Source: an optimization exercise on an open RTL-to-GDS flow (aim: small area, a short achievable clock period and few clock cycles per item). Production flows keep margins and buffers that such runs may drop. The RTL was checked by simulation tests, not by an equivalence proof against the original design. Power and IR drop assume default switching activity.

**flow/config.mk**
```make
export PLATFORM = sky130hd
export DESIGN_NAME = oz_outer_fill
export DESIGN_NICKNAME = oz_outer_fill
export VERILOG_FILES = /design/flow/design.v
export SDC_FILE = /design/flow/constraint.sdc
export NUM_CORES = 4
export LEC_CHECK = 0
export CAP_MARGIN = 20
export CORE_MARGIN = 2
export CORE_UTILIZATION = 40
export SLEW_MARGIN = 20
```
**flow/constraint.sdc**
```tcl
create_clock -name core_clock -period 15.0 [get_ports {clk}]
set_input_delay 3.0000 -clock core_clock [delete_from_list [all_inputs] [get_ports {clk}]]
set_output_delay 3.0000 -clock core_clock [all_outputs]
set_load 0.01 [all_outputs]
```
**flow/design.v**
```verilog
module oz_outer_fill (
    input  wire        clk,
    input  wire        rst,         
    input  wire        in_valid,
    output reg         in_ready,
    input  wire [7:0]  in_data,
    input  wire        in_erase,
    output reg         out_valid,
    output reg         out_fail,
    output wire [2:0]  out_cnt,
    output wire [23:0] out_pos,
    output wire [31:0] out_val
);
    function automatic [7:0] gf_mul(input [7:0] a, input [7:0] b);
        reg [7:0] p;
        reg [7:0] x;
        integer   n;
        begin
            p = 8'h00;
            x = a;
            for (n = 0; n < 8; n = n + 1) begin
                if (b[n])
                    p = p ^ x;
                x = {x[6:0], 1'b0} ^ (x[7] ? 8'h1D : 8'h00);
            end
            gf_mul = p;
        end
    endfunction
    function automatic [7:0] gf_sq(input [7:0] a);
        gf_sq = {a[6],
                 a[3] ^ a[5] ^ a[6],
                 a[5],
                 a[2] ^ a[4] ^ a[5] ^ a[7],
                 a[4] ^ a[6],
                 a[1] ^ a[4] ^ a[5] ^ a[6],
                 a[7],
                 a[0] ^ a[4] ^ a[6] ^ a[7]};
    endfunction
    function automatic [7:0] mul_a1(input [7:0] a);    
        mul_a1 = {a[6:0], 1'b0} ^ (a[7] ? 8'h1D : 8'h00);
    endfunction
    function automatic [7:0] cm(input integer m, input [7:0] a);   
        case (m)
            0: cm = a;
            1: cm = mul_a1(a);
            2: cm = mul_a1(mul_a1(a));
            default: cm = mul_a1(mul_a1(mul_a1(a)));
        endcase
    endfunction
    function automatic [7:0] rom_x(input [5:0] p);      
        case (p)
            6'd0: rom_x = 8'ha1;
            6'd1: rom_x = 8'hde;
            6'd2: rom_x = 8'h6f;
            6'd3: rom_x = 8'hb9;
            6'd4: rom_x = 8'hd2;
            6'd5: rom_x = 8'h69;
            6'd6: rom_x = 8'hba;
            6'd7: rom_x = 8'h5d;
            6'd8: rom_x = 8'ha0;
            6'd9: rom_x = 8'h50;
            6'd10: rom_x = 8'h28;
            6'd11: rom_x = 8'h14;
            6'd12: rom_x = 8'h0a;
            6'd13: rom_x = 8'h05;
            6'd14: rom_x = 8'h8c;
            6'd15: rom_x = 8'h46;
            6'd16: rom_x = 8'h23;
            6'd17: rom_x = 8'h9f;
            6'd18: rom_x = 8'hc1;
            6'd19: rom_x = 8'hee;
            6'd20: rom_x = 8'h77;
            6'd21: rom_x = 8'hb5;
            6'd22: rom_x = 8'hd4;
            6'd23: rom_x = 8'h6a;
            6'd24: rom_x = 8'h35;
            6'd25: rom_x = 8'h94;
            6'd26: rom_x = 8'h4a;
            6'd27: rom_x = 8'h25;
            6'd28: rom_x = 8'h9c;
            6'd29: rom_x = 8'h4e;
            6'd30: rom_x = 8'h27;
            6'd31: rom_x = 8'h9d;
            6'd32: rom_x = 8'hc0;
            6'd33: rom_x = 8'h60;
            6'd34: rom_x = 8'h30;
            6'd35: rom_x = 8'h18;
            6'd36: rom_x = 8'h0c;
            6'd37: rom_x = 8'h06;
            6'd38: rom_x = 8'h03;
            6'd39: rom_x = 8'h8f;
            6'd40: rom_x = 8'hc9;
            6'd41: rom_x = 8'hea;
            6'd42: rom_x = 8'h75;
            6'd43: rom_x = 8'hb4;
            6'd44: rom_x = 8'h5a;
            6'd45: rom_x = 8'h2d;
            6'd46: rom_x = 8'h98;
            6'd47: rom_x = 8'h4c;
            6'd48: rom_x = 8'h26;
            6'd49: rom_x = 8'h13;
            6'd50: rom_x = 8'h87;
            6'd51: rom_x = 8'hcd;
            6'd52: rom_x = 8'he8;
            6'd53: rom_x = 8'h74;
            6'd54: rom_x = 8'h3a;
            6'd55: rom_x = 8'h1d;
            6'd56: rom_x = 8'h80;
            6'd57: rom_x = 8'h40;
            6'd58: rom_x = 8'h20;
            6'd59: rom_x = 8'h10;
            6'd60: rom_x = 8'h08;
            6'd61: rom_x = 8'h04;
            6'd62: rom_x = 8'h02;
            6'd63: rom_x = 8'h01;
            default: rom_x = 8'h00;
        endcase
    endfunction
    reg        fwd, back;     
    reg  [5:0] idx;           
    reg  [2:0] nerr;          
    reg  [7:0] b  [0:3];
    reg  [5:0] pos[0:3];
    reg  [7:0] t;             
    reg  [1:0] k;             
    reg  [1:0] i;             
    reg  [1:0] bs;            
    reg  [1:0] asel;          
    reg  [3:0] step;          
    reg        prep, fin;     
    reg        chk;           
    reg        flast;         
    reg        klast;         
    assign out_cnt  = nerr;
    assign out_pos  = {pos[3], pos[2], pos[1], pos[0]};
    assign out_val  = {b[3], b[2], b[1], b[0]};
    wire       accept = in_valid && in_ready;
    wire [7:0] sym    = in_erase ? 8'h00 : in_data;
    wire       first  = (idx == 6'd0);
    wire [2:0] ncur   = first ? 3'd0 : nerr;
    wire [2:0] nnext  = (in_erase && ncur != 3'd5) ? ncur + 3'd1 : ncur;
    wire [1:0] fm1    = nerr[1:0] - 2'd1;       
    wire       jend   = (i == fm1);             
    wire [7:0] xr     = rom_x(in_ready ? idx : pos[asel]);
    wire [7:0] bop  = b[bs];
    wire [7:0] mb   = fwd ? bop : gf_sq(bop);
    wire [7:0] ma   = fin ? 8'h01 : t;
    wire [7:0] prod = gf_mul(ma, mb);
    wire [7:0] add = in_ready ? sym : prod;
    reg  [7:0] base [0:3];
    reg  [3:0] ben;
    integer    q;
    always @(*) begin
        for (q = 0; q < 4; q = q + 1) begin
            ben[q] = accept || ((fwd || (back && !prep)) && i == q) ||
                     (back && fin && k == q);
            if (in_ready)
                base[q] = first ? 8'h00 : cm(q, b[q]);
            else if (fwd || k == q)
                base[q] = b[q];
            else
                base[q] = 8'h00;
        end
    end
    reg bad;
    always @(*) begin
        bad = 1'b0;
        for (q = 0; q < 4; q = q + 1)
            if (q >= nerr && b[q] != 8'h00) bad = 1'b1;
    end
    always @(posedge clk) begin
        if (rst) begin
            in_ready  <= 1'b1;
            fwd       <= 1'b0;
            back      <= 1'b0;
            idx       <= 6'd0;
            out_valid <= 1'b0;
        end else begin
            out_valid <= 1'b0;
            for (q = 0; q < 4; q = q + 1)
                if (ben[q]) b[q] <= base[q] ^ add;
            if (in_ready) begin
                if (accept) begin
                    if (in_erase && ncur < 3'd4)
                        pos[ncur[1:0]] <= idx;
                    if (in_erase && ncur == 3'd0)
                        t <= xr;
                    nerr <= nnext;
                    idx  <= idx + 6'd1;
                    if (idx == 6'd63) begin
                        if (nnext == 3'd0 || nnext == 3'd5) begin
                            out_valid <= 1'b1;
                            out_fail  <= (nnext != 3'd0);
                        end else begin
                            in_ready <= 1'b0;
                            fwd      <= 1'b1;
                            k        <= 2'd0;
                            i        <= 2'd3;
                            bs       <= 2'd2;
                            flast    <= 1'b0;
                            fin      <= 1'b0;
                            klast    <= (nnext == 3'd1);
                            asel     <= (nnext == 3'd1) ? 2'd0 : 2'd1;
                        end
                    end
                end
            end
            if (fwd) begin
                i  <= i - 2'd1;
                bs <= bs - 2'd1;
                flast <= (i == k + 2'd2);
                if (flast) begin
                    t <= xr;
                    if (klast) begin
                        fwd   <= 1'b0;
                        back  <= 1'b1;
                        k     <= fm1 - 2'd1;
                        i     <= fm1;
                        bs    <= fm1;
                        asel  <= fm1 - 2'd1;
                        step  <= 4'd0;
                        prep  <= 1'b1;
                        fin   <= 1'b0;
                        chk   <= 1'b1;
                    end else begin
                        k     <= k + 2'd1;
                        i     <= 2'd3;
                        bs    <= 2'd2;
                        flast <= (k == 2'd1);
                        klast <= (k + 2'd1 == fm1) || (k == 2'd1);
                        asel  <= ((k + 2'd1 == fm1) || (k == 2'd1)) ? fm1 : k + 2'd2;
                    end
                end
            end
            if (back) begin
                step <= step + 4'd1;
                prep <= 1'b0;
                fin  <= (step == 4'd7);
                chk  <= 1'b0;
                if (prep) begin
                    t    <= t ^ xr;
                    asel <= jend ? k : i + 2'd1;
                end
                if (chk && (bad || nerr == 3'd1)) begin
                    out_valid <= 1'b1;
                    out_fail  <= bad;
                    back      <= 1'b0;
                    in_ready  <= 1'b1;
                end
                if (fin) begin
                    t    <= xr;
                    step <= 4'd0;
                    prep <= 1'b1;
                    if (jend) begin
                        k    <= k - 2'd1;
                        i    <= k;
                        bs   <= k;
                        asel <= k - 2'd1;
                        if (k == 2'd0) begin
                            out_valid <= 1'b1;
                            out_fail  <= 1'b0;
                            back      <= 1'b0;
                            in_ready  <= 1'b1;
                        end
                    end else begin
                        i    <= i + 2'd1;
                        bs   <= i + 2'd1;
                        asel <= k;
                    end
                end
            end
        end
    end
endmodule
```
**flow/run.sh**
```bash
#!/bin/bash
# synth_recipe.tcl (not shown) runs the flow's synth.tcl, then flattens the netlist and writes it again
# the make line also repeats each setting of config.mk as NAME=value (left out here)
make -C /OpenROAD-flow-scripts/flow DESIGN_CONFIG=/design/flow/config.mk WORK_HOME=/design/flow/orfs CLKGATE_MAP_FILE= SYNTH_SCRIPT=/design/flow/synth_recipe.tcl finish
```
==> results.toml <==
[cts]
cts.path.max_buffers = 2
numCtsBuffers = 9
cts_htree_levels = 3
postCtsHoldBufs = 0
cts_sinks = 97
cts_resized = 0
clk_latency_ns = 0.36
cts_setup_buffers = 0
clk_pin_slew_worst_paths_ns = 0.08
cts-root-buf = "clkbuf_16"
cts_tree = "built"

[yosys]
synth-edff-count = 85
yosys_register_bits = 97
yosysMostFrequentCell = "nor2_1"
ys_warn_count = 3
synth_cells = 963
synth_top_area_share = 0.295
synth_area_mm2 = 0.00866
synth_area_per_cell_um2 = 8.99
syn_nets = 1009
seq_area_frac_synth = 0.323
synthTopCellsByArea = "edfxtp_1, xnor2_1, ha_1"
async_flop_share = 0
synthFlopType = "edfxtp_1"
synth.distinct_cells = 79
yosysTopAreaCell = "edfxtp_1"
synth_common_cells = "nor2_1, edfxtp_1, nand2_1"

[setup_path]
required_ns = 15.30
endpoint_kind = "flop"
cp.arrival_ns = 5.85
r2r_start = "bs[1]$_DFFE_PN_"
rr_endpoint = "b[3][1]$_DFFE_PP_"
startpoint_type = "input port"
cp_max_fo = 11
reg2reg_slack_ns = 10.24
critical_path_class = "in2reg"
ff2ff_path_depth = 12

[floorplan]
fp.dieH_um = 151
dieWidth_um = 151
start_util = 0.409
ios = 74
rows = 53
core_area_mm2 = 0.0212
fp.dieArea_mm2 = 0.0228

[place]
place_area_mm2 = 0.00952
hpwl_um = 18300
io_buffers = 73
gp_congestion = 0.901

[timing]
slew_headroom = 0.293
setup_viol = 0
holdWs_ns = 0.529
hold_viol_final = 0
slew_viol_final = 0
rsz0062_at_grt = "false"
fin_crit_sh = 0.370
fin_skew_ns = 0.00944
finalSetupTns_ns = 0
period_minus_slack_ns = 5.55
max_clock_freq_ghz = 0.180
max_slew.worst_pin.slew_ns = 1.06

[cells_and_area]
stdcell_area_mm2 = 0.00985
nets = 1034
area_delta_synth_final_pct = 13.8
drive_gt1_frac = 0.0665
final.fill_count = 2013
final_util = 0.466
antenna_cells = 0

[power_and_ir_drop]
p_comb_frac = 0.386
clockPowerShare = 0.263
cellPowerDensity_mw_per_mm2 = 99.1
swShare = 0.359
peakVddDrop_mv = 0.0652
pwr-share-seq = 0.352
leakage_nw = 3.59
p_switching_mw = 0.351
intPower_mw = 0.625

[routing]
dr_total_vias = 7503
drt-total-wl_um = 25100
viasPerCell = 5.92
drc = 0
ant_nets = 0
wire_per_inst_um = 19.8
dr.pass1.iters = 5
drtIter0Drc = 870

[worst_hold_path]
min_path_cells = 1
hold_class = "reg2reg"
hp-start = "asel[1]$_DFFE_PN_"

[global_routing]
grt_start_max_net_pins = 38
grt_pass1_vias = 6908
antenna_found_initial = 0
grtUsageTotal = 0.222
grt.overflow.total = 0
grtUsageMet1 = 0.312
grtUsageMet3 = 0.0449
top_usage_layer = "met2"
globalRouteMet2Util = 0.354
grt_pass1_wl_um = 39200

[run]
drv_cap = 0

[status]
outcome = "finished clean"
## sequential cells by signal, summed over array words and instances (netlist names), named ones only
signal	flops
b	32
pos	24
t	8
idx	6
step	4
nerr	3
asel	2
bs	2
i	2
k	2
back	1
chk	1
fin	1
flast	1
fwd	1
in_ready	1
klast	1
out_fail	1
out_valid	1
prep	1
## cell families (layout without fill, tap and decap cells)
kind of cell / count (synthesis) / in the layout / share of synthesized area
DFF: 97 / 97 / 0.323
muxes: 37 / 37 / 0.0617
adders and majority gates: 34 / 34 / 0.0491
buffers and inverters: 109 / 139 / 0.0517
xor gates and xnor gates: 123 / 123 / 0.144
and+or+nand+nor: 304 / 304 / 0.162
AOI/OAI and AO/OA: 259 / 259 / 0.209
## power by group through the flow
stage	sequential [mW]	clock (mW)	combinational, mW
floorplan	0.332	0	0.301
global placement	0.349	0	0.372
detailed placement	0.349	0	0.374
CTS	0.343	0.260	0.375
global route	0.346	0.268	0.407
finish	0.343	0.256	0.376
## worst max-delay path, cell delays in order
cell	delay [ns]
clkdlybuf4s50_1	0.75
nand2_1	0.13
mux2i_1	0.49
o31a_1	0.19
o22ai_1	0.10
nor2_1	0.37
o21ai_0	0.21
and3_1	0.21
o21ai_0	0.21
mux2_2	0.19
## routing by layer
metal / vias up / part of all wire / wire length [um]
met2: 284 / 0.46 / 11600
li1: 3577 / - / -
met3: 30 / 0.072 / 1810
met5: - / 0 / 0
met1: 3612 / 0.45 / 11300
met4: 0 / 0.017 / 414
## cell type report
| cell class | instances | area, um^2 | area share |
|---|---|---|---|
| clock buffers | 9 | 225 | 0.0229 |
| clock inverters | 7 | 108 | 0.0109 |
| inverters | 40 | 150 | 0.0152 |
| multi-input cells | 757 | 5420 | 0.551 |
| flip-flops and latches | 97 | 2790 | 0.284 |
| well taps | 275 | 344 | 0.0349 |
| repair buffers | 83 | 806 | 0.0818 |
## cells in the final DEF, fill, tap and decap left out, types with 11 or more instances in the layout
cell type        count
nor2b_1             13
clkdlybuf4s50_1     73
xor2_1              37
nand2_1             81
o21ai_0             42
a21oi_1             52
nor2_1             106
inv_1               38
xnor2_1             74
nor3_1              29
nand3_1             21
xnor3_1             11
nor4_1              11
dfxtp_1             11
edfxtp_1            85
a211oi_1            13
a31oi_1             18
mux2i_1             14
mux4_2              12
a22oi_1             31
ha_1                34
## through the flow
stage	std cells	total power [mW]	setup slack, ns
2_1_floorplan	963	0.633	10.22
3_3_place_gp	1252	0.720	9.23
3_5_place_dp	1252	0.722	9.13
4_1_cts	1268	0.978	9.49
5_1_grt	1268	1.02	9.18
6_report	1268	0.976	9.45
## worst max-delay path by stage
stage	from	endpoint	depth (start not counted)
CTS	in_erase	flop	10
global placement	in_erase	klast$_DFFE_PN_	8
global route	in_erase	flop	10
floorplan	in_erase	flop	9
detailed placement	in_erase	flop	10
finish	in_erase	flop	10
Testbench counts, summed over its fixed seeds: cycles 185,935, items 2,400.

-- separate check: timing with driven ports --
Ports are ideal in the flow. The routed layout listed here was re-timed in OpenROAD. Step 1, drivers: a clkbuf_16 drives clk and a buf_2 each remaining input, both assumed. Step 2 moves the port delays by t, midway between the first and last clock arrival at a register: inputs arrive t later, outputs are due t later. That takes back most of the time a late clock gives input paths. Slacks: ideal ports / drivers / drivers and shift; pairs: ideal ports / drivers.
shift t [ns]: 0.400
setup slack, ns: 9.449 / 9.470 / 9.071
worst hold slack (ns): 0.529 / 0.529 / 0.529
After both steps setup and hold are still met in this run. The setup slack of this run moves by +0.021 ns with the drivers and by -0.378 ns with both steps.
